Background: an optimization exercise with open tools, aiming at small area, a short achievable clock period and few clock cycles per item. Do not read the settings as production practice.
Only simulation tests tie the RTL to the original design; equivalence was not proved.
Power figures rest on the tool's default switching activity, not on a simulated workload.

Design slot_merge_unit, start of the top module:
module slot_merge_unit (
    input  wire        clk,
    input  wire        rst,
    input  wire        in_valid,
    output wire        in_ready,
    input  wire        in_first,
    input  wire        in_last,
    input  wire [63:0] in_v,
    input  wire        in_t,
    input  wire        in_f,
    input  wire [1:0]  in_lane,
    input  wire [2:0]  in_action,
    input  wire [3:0]  in_op,
    input  wire [5:0]  in_ofs,
    input  wire [5:0]  in_width_m1,
    input  wire        in_bad,
    input  wire        in_bad_policy,
    input  wire [63:0] in_x,
    output reg         out_valid,
    input  wire        out_ready,
    output reg  [63:0] out_v,
    output reg         out_t,
    output reg         out_f,
    output reg         out_collide,
    output reg         out_invalid,
    output reg         out_saturated,
    output reg  [3:0]  out_skipped
);
    localparam ACT_WRITE = 3'd2, ACT_MERGE = 3'd3;
    wire in_mg  = (in_action == ACT_MERGE);
    wire in_sub = in_mg && ((in_op == 4'h2) || (in_op == 4'h3) || (in_op == 4'h4) || (in_op == 4'h5));
    wire in_cnt = in_mg && (in_op == 4'hA);
    wire [63:0] in_xc = in_cnt ? {63'd0, in_x[0]} : in_x;
    wire [63:0] in_y  = (in_xc << {in_ofs[5:3], 3'b000}) ^ {64{in_sub}};
    reg        rdy_q;
    reg        s1v;
    reg [63:0] sy;
    reg [5:0]  sofs, swm1;
    reg [3:0]  sop;
    reg        swr, smg, ssub, sbad, sbp, sfirst, slast;
    reg [63:0] v0;
    reg        t0, f0;
    reg [1:0]  lane;
    assign in_ready = rdy_q;
    wire take = in_valid && rdy_q;
    always @(posedge clk) begin
        sy     <= in_y;
        sofs   <= in_ofs;
        swm1   <= in_width_m1;
        sop    <= in_op;
        swr    <= (in_action == ACT_WRITE);
        smg    <= in_mg;
        ssub   <= in_sub;
        sbad   <= in_bad;
        sbp    <= in_bad_policy;
        sfirst <= in_first;
  ...
Size: roughly 2300 cells after synthesis, ~310 flip-flops, roughly 22000 sq um of cells after synthesis.
==> flow/config.mk <==
export PLATFORM = sky130hd
export DESIGN_NAME = slot_merge_unit
export DESIGN_NICKNAME = slot_merge_unit
export VERILOG_FILES = /design/flow/design.v
export SDC_FILE = /design/flow/constraint.sdc
export NUM_CORES = 8
export LEC_CHECK = 0
export CAP_MARGIN = 20
export CORE_MARGIN = 2
export CORE_UTILIZATION = 40
export PLACE_DENSITY = 0.8
export SETUP_SLACK_MARGIN = 2.0
export SLEW_MARGIN = 30
==> flow/constraint.sdc <==
create_clock -name core_clock -period 22.0 [get_ports {clk}]
set_input_delay 4.4000 -clock core_clock [delete_from_list [all_inputs] [get_ports {clk}]]
set_output_delay 4.4000 -clock core_clock [all_outputs]
set_load 0.01 [all_outputs]
standard.sh (not shown) runs the stock make flow with config.mk's settings and CLKGATE_MAP_FILE= SYNTH_SCRIPT=/design/flow/synth_recipe.tcl, a recipe that flattens the netlist after the stock synthesis.
==> flow/flow/run.sh <==
#!/bin/bash
# Standard synthesis, then the standard layout with these changes: ORFS's
# timing repair aims for a larger setup margin, the port buffers are buf_1,
# and clock tree synthesis clusters up to 20 registers per leaf buffer and
# inserts no dummy loads. The clock period and all constraints are unchanged.
set -euo pipefail
bash standard.sh synth > synth.log 2>&1
sed "s/SETUP_SLACK_MARGIN=[0-9.]*/SETUP_SLACK_MARGIN=16.5 'BUFFER_PORTS_ARGS=-buffer_cell sky130_fd_sc_hd__buf_1' 'CTS_ARGS=-sink_clustering_enable -repair_clock_nets -dont_use_dummy_load -sink_clustering_size 20 -sink_clustering_max_diameter 300'/" standard.sh > layout.sh
bash layout.sh > layout.log 2>&1
Testbench counts at the start, summed over its fixed seeds: cycles 50,915, slots 12,000.
Then changed:
==> flow/flow/run.sh (replaced) <==
#!/bin/bash
set -euo pipefail
bash standard.sh synth > synth.log 2>&1
sed "s/SETUP_SLACK_MARGIN=[0-9.]*/SETUP_SLACK_MARGIN=16.5 'BUFFER_PORTS_ARGS=-buffer_cell sky130_fd_sc_hd__buf_1' 'CTS_ARGS=-sink_clustering_enable -repair_clock_nets -dont_use_dummy_load'/" standard.sh > layout.sh
bash layout.sh > layout.log 2>&1
--- a/flow/config.mk
+++ b/flow/config.mk
@@ -11 +11 @@
-export PLACE_DENSITY = 0.8
+export PLACE_DENSITY = 0.6
@@ -13 +13 @@
-export SLEW_MARGIN = 30
+export SLEW_MARGIN = 20
Core utilization rose by 0.75 points.
Power rises by roughly a tenth.
Design area went up slightly.
Wire length rose by a little under a tenth.
Setup slack hardly moves.
Global-route usage went up by 2.2 points.
Maximum frequency stays flat.
Hold slack got worse by 0.0089 ns.
Area after synthesis does not change.
Clock-buffer cell count grows by 17.
Sequential cell count is unchanged.
Then changed:
==> flow/flow/run.sh (replaced) <==
#!/bin/bash
set -euo pipefail
bash standard.sh synth > synth.log 2>&1
sed "s/SETUP_SLACK_MARGIN=[0-9.]*/SETUP_SLACK_MARGIN=16.7 'BUFFER_PORTS_ARGS=-buffer_cell sky130_fd_sc_hd__buf_1' 'CTS_ARGS=-sink_clustering_enable -repair_clock_nets -dont_use_dummy_load'/" standard.sh > layout.sh
bash layout.sh > layout.log 2>&1
Flip-flop and latch count does not change.
Routed wire length climbs by about 5%.
Count of clock-buffer cells in the layout goes up by 3.
Maximum frequency climbs by 0.86%.
Total power climbs by about 2.8%.
Final area grows by about 5%.
Die area does not change.
Critical path depth fell by 9.
Area after synthesis is unchanged.
Then changed:
==> flow/flow/run.sh (replaced) <==
#!/bin/bash
set -euo pipefail
bash standard.sh synth > synth.log 2>&1
sed "s/SETUP_SLACK_MARGIN=[0-9.]*/SETUP_SLACK_MARGIN=16.5 'BUFFER_PORTS_ARGS=-buffer_cell sky130_fd_sc_hd__buf_1' 'CTS_ARGS=-sink_clustering_enable -repair_clock_nets -dont_use_dummy_load -sink_clustering_size 20 -sink_clustering_max_diameter 300'/" standard.sh > layout.sh
bash layout.sh > layout.log 2>&1
--- a/flow/config.mk
+++ b/flow/config.mk
@@ -11 +10,0 @@
-export PLACE_DENSITY = 0.6
@@ -13 +12 @@
-export SLEW_MARGIN = 20
+export SLEW_MARGIN = 40
The new run completed without violations; via count drops by 3.3%; hold slack improves by 0.010 ns; non-clock buffer count drops by 58; cell area shrinks by about 6%.
Then changed:
--- a/flow/flow/run.sh
+++ b/flow/flow/run.sh
@@ -1,0 +2,4 @@
+# Standard synthesis, then the standard layout with these changes: ORFS's
+# timing repair aims for a larger setup margin, the port buffers are buf_1,
+# and clock tree synthesis clusters up to 20 registers per leaf buffer and
+# inserts no dummy loads. The clock period and all constraints are unchanged.
--- a/flow/config.mk
+++ b/flow/config.mk
@@ -10 +10,2 @@
-export CORE_UTILIZATION = 40
+export CORE_UTILIZATION = 50
+export PLACE_DENSITY = 0.65
Effect: The changed run finished with timing, DRC and antenna clean; register-to-register slack gets better by 0.11 ns; sequential power hardly moves; hold slack gets better by 0.0041 ns; cell area hardly moves; critical path depth does not change; utilization climbs by 11 points; wire length drops by 1.0%.

build 15:
slot_merge_unit again, from the RTL that the note above started with.
## slot_merge_unit
module slot_merge_unit (
    input  wire        clk,
    input  wire        rst,
    input  wire        in_valid,
    output wire        in_ready,
    input  wire        in_first,
    input  wire        in_last,
    input  wire [63:0] in_v,
    input  wire        in_t,
    input  wire        in_f,
    input  wire [1:0]  in_lane,
    input  wire [2:0]  in_action,
    input  wire [3:0]  in_op,
    input  wire [5:0]  in_ofs,
    input  wire [5:0]  in_width_m1,
    input  wire        in_bad,
    input  wire        in_bad_policy,
    input  wire [63:0] in_x,
    output reg         out_valid,
    input  wire        out_ready,
    output reg  [63:0] out_v,
    output reg         out_t,
    output reg         out_f,
    output reg         out_collide,
    output reg         out_invalid,
    output reg         out_saturated,
    output reg  [3:0]  out_skipped
);
Settings: LEC_CHECK=0, CAP_MARGIN=20, CORE_MARGIN=2, CORE_UTILIZATION=40, SETUP_SLACK_MARGIN=2.0, SLEW_MARGIN=30; clock period 22.0 ns.
==> flow/flow/run.sh <==
#!/bin/bash
# Standard synthesis, then the standard layout with these changes: ORFS's
# timing repair aims for a larger setup margin, the port buffers are buf_1,
# and clock tree synthesis clusters up to 20 registers per leaf buffer and
# inserts no dummy loads. The clock period and all constraints are unchanged.
set -euo pipefail
bash standard.sh synth > synth.log 2>&1
sed "s/SETUP_SLACK_MARGIN=[0-9.]*/SETUP_SLACK_MARGIN=16.6 'BUFFER_PORTS_ARGS=-buffer_cell sky130_fd_sc_hd__buf_1' 'CTS_ARGS=-sink_clustering_enable -repair_clock_nets -dont_use_dummy_load -sink_clustering_size 20 -sink_clustering_max_diameter 300'/" standard.sh > layout.sh
bash layout.sh > layout.log 2>&1
Testbench counts of build 15, summed over its fixed seeds: cycles 50,915, slots 12,000.
Edits applied to the flow inputs when going from build 15 to build 49:
- SLEW_MARGIN: 30 -> 40
==> flow/flow/run.sh <==
#!/bin/bash
# Standard synthesis, then the standard layout with three changes: ORFS's
# timing repair aims for a larger setup margin, the port buffers are buf_1,
# and clock tree synthesis inserts no dummy loads. The clock period and all
# constraints are unchanged.
set -euo pipefail
bash standard.sh synth > synth.log 2>&1
sed "s/SETUP_SLACK_MARGIN=[0-9.]*/SETUP_SLACK_MARGIN=16.5 'BUFFER_PORTS_ARGS=-buffer_cell sky130_fd_sc_hd__buf_1' 'CTS_ARGS=-sink_clustering_enable -repair_clock_nets -dont_use_dummy_load'/" standard.sh > layout.sh
bash layout.sh > layout.log 2>&1
- Build 49 | stages: all done | timing, DRC, antenna: all pass
- Per the comparison of build 49 with build 15, total power rose by 0.15 mW; maximum achievable frequency rose by about 0.7%; global-route wire length before repair fell by 2700 um.
- Sort build 15 and build 49 by final critical delay including setup and external delays desc -> top: build 15
- On layout multi-input combinational cell count, build 15 and build 49 are basically level.
- On aggregate routed wire length, the higher figure sits with build 15, not build 49.
- Build 49 improves on build 15 in detailed-placement wirelength estimate.
- Build 15 and build 49 ended up with nearly the same area used by sequential logic in the layout.
- Going from build 15 to build 49, the multi-input combinational cell area was found to have gone down by about 0.3%.
- Relative to build 15, the final instance area measured on build 49 has increased slightly.
Here is what was changed in the inputs of build 65 compared with build 49.
==> flow/flow/run.sh <==
#!/bin/bash
# Standard synthesis, then the standard layout with these changes: ORFS's
# timing repair aims for a larger setup margin, the port buffers are buf_1,
# and clock tree synthesis clusters up to 20 registers per leaf buffer and
# inserts no dummy loads. The clock period and all constraints are unchanged.
set -euo pipefail
bash standard.sh synth > synth.log 2>&1
sed "s/SETUP_SLACK_MARGIN=[0-9.]*/SETUP_SLACK_MARGIN=16.5 'BUFFER_PORTS_ARGS=-buffer_cell sky130_fd_sc_hd__buf_1' 'CTS_ARGS=-sink_clustering_enable -repair_clock_nets -dont_use_dummy_load -sink_clustering_size 20 -sink_clustering_max_diameter 300'/" standard.sh > layout.sh
bash layout.sh > layout.log 2>&1
### Flow results
Compared with build 49, number of nets in the layout in build 65 decreased slightly. Looking at minimum clock period, build 65 sits 24 ps higher than build 49 does. Diff build 49 -> build 65: share of the final layout cell area in sequential cells now larger, total area of multi-input combinational cells comparable. Changes observed in build 65 relative to build 49: power went down; largest fanout on the critical path did not really move; power per cell area went down; clock share of power went down. Delta (build 65 minus build 49): via count stayed essentially flat; number of ordinary and repair buffers in the finished layout increased by 2 relative to the old numbers; wire length of the first global-routing pass down 900 um.

static timing again, ports no longer ideal:
The flow's constraints put no driver on any port. The routed layouts listed below were extracted and timed again, unchanged, in two steps. Step 1 sets driving cells, clkbuf_16 on the clock port and buf_2 on the other inputs (assumed; they add their load-dependent delay and slew). Step 2 times the ports against the registers' clock, not the clock port: input delays grow and output delays shrink by t, the midpoint of the rising clock arrivals with the driver on. Three values: ideal ports, drivers, drivers and shift; two values: the first two.
run | t (ns) | setup WS [ns] | worst hold slack (ns) | cell pins on the clock port's net
the first run of note 1 | 0.614 | 16.441 / 16.383 / 15.990 | 0.463 / 0.463 / 0.463 | 1
the second run of note 1 | 0.604 | 16.443 / 16.418 / 15.983 | 0.454 / 0.454 / 0.454 | 1
the third run of note 1 | 0.613 | 16.490 / 16.430 / 15.966 | 0.442 / 0.442 / 0.442 | 1
the fourth run of note 1 | 0.597 | 16.449 / 16.391 / 16.024 | 0.452 / 0.452 / 0.452 | 1
the fifth run of note 1 | 0.580 | 16.495 / 16.431 / 15.991 | 0.456 / 0.456 / 0.456 | 1
build 15 | 0.587 | 16.433 / 16.379 / 16.062 | 0.468 / 0.468 / 0.468 | 1
build 49 | 0.605 | 16.472 / 16.415 / 16.002 | 0.447 / 0.447 / 0.447 | 1
build 65 | 0.597 | 16.449 / 16.391 / 16.024 | 0.452 / 0.452 / 0.452 | 1
After both steps every run listed still meets setup and hold. For the third run of note 1, which loses most, drivers alone change the setup slack by -0.060 ns; drivers and shift together by -0.524 ns.
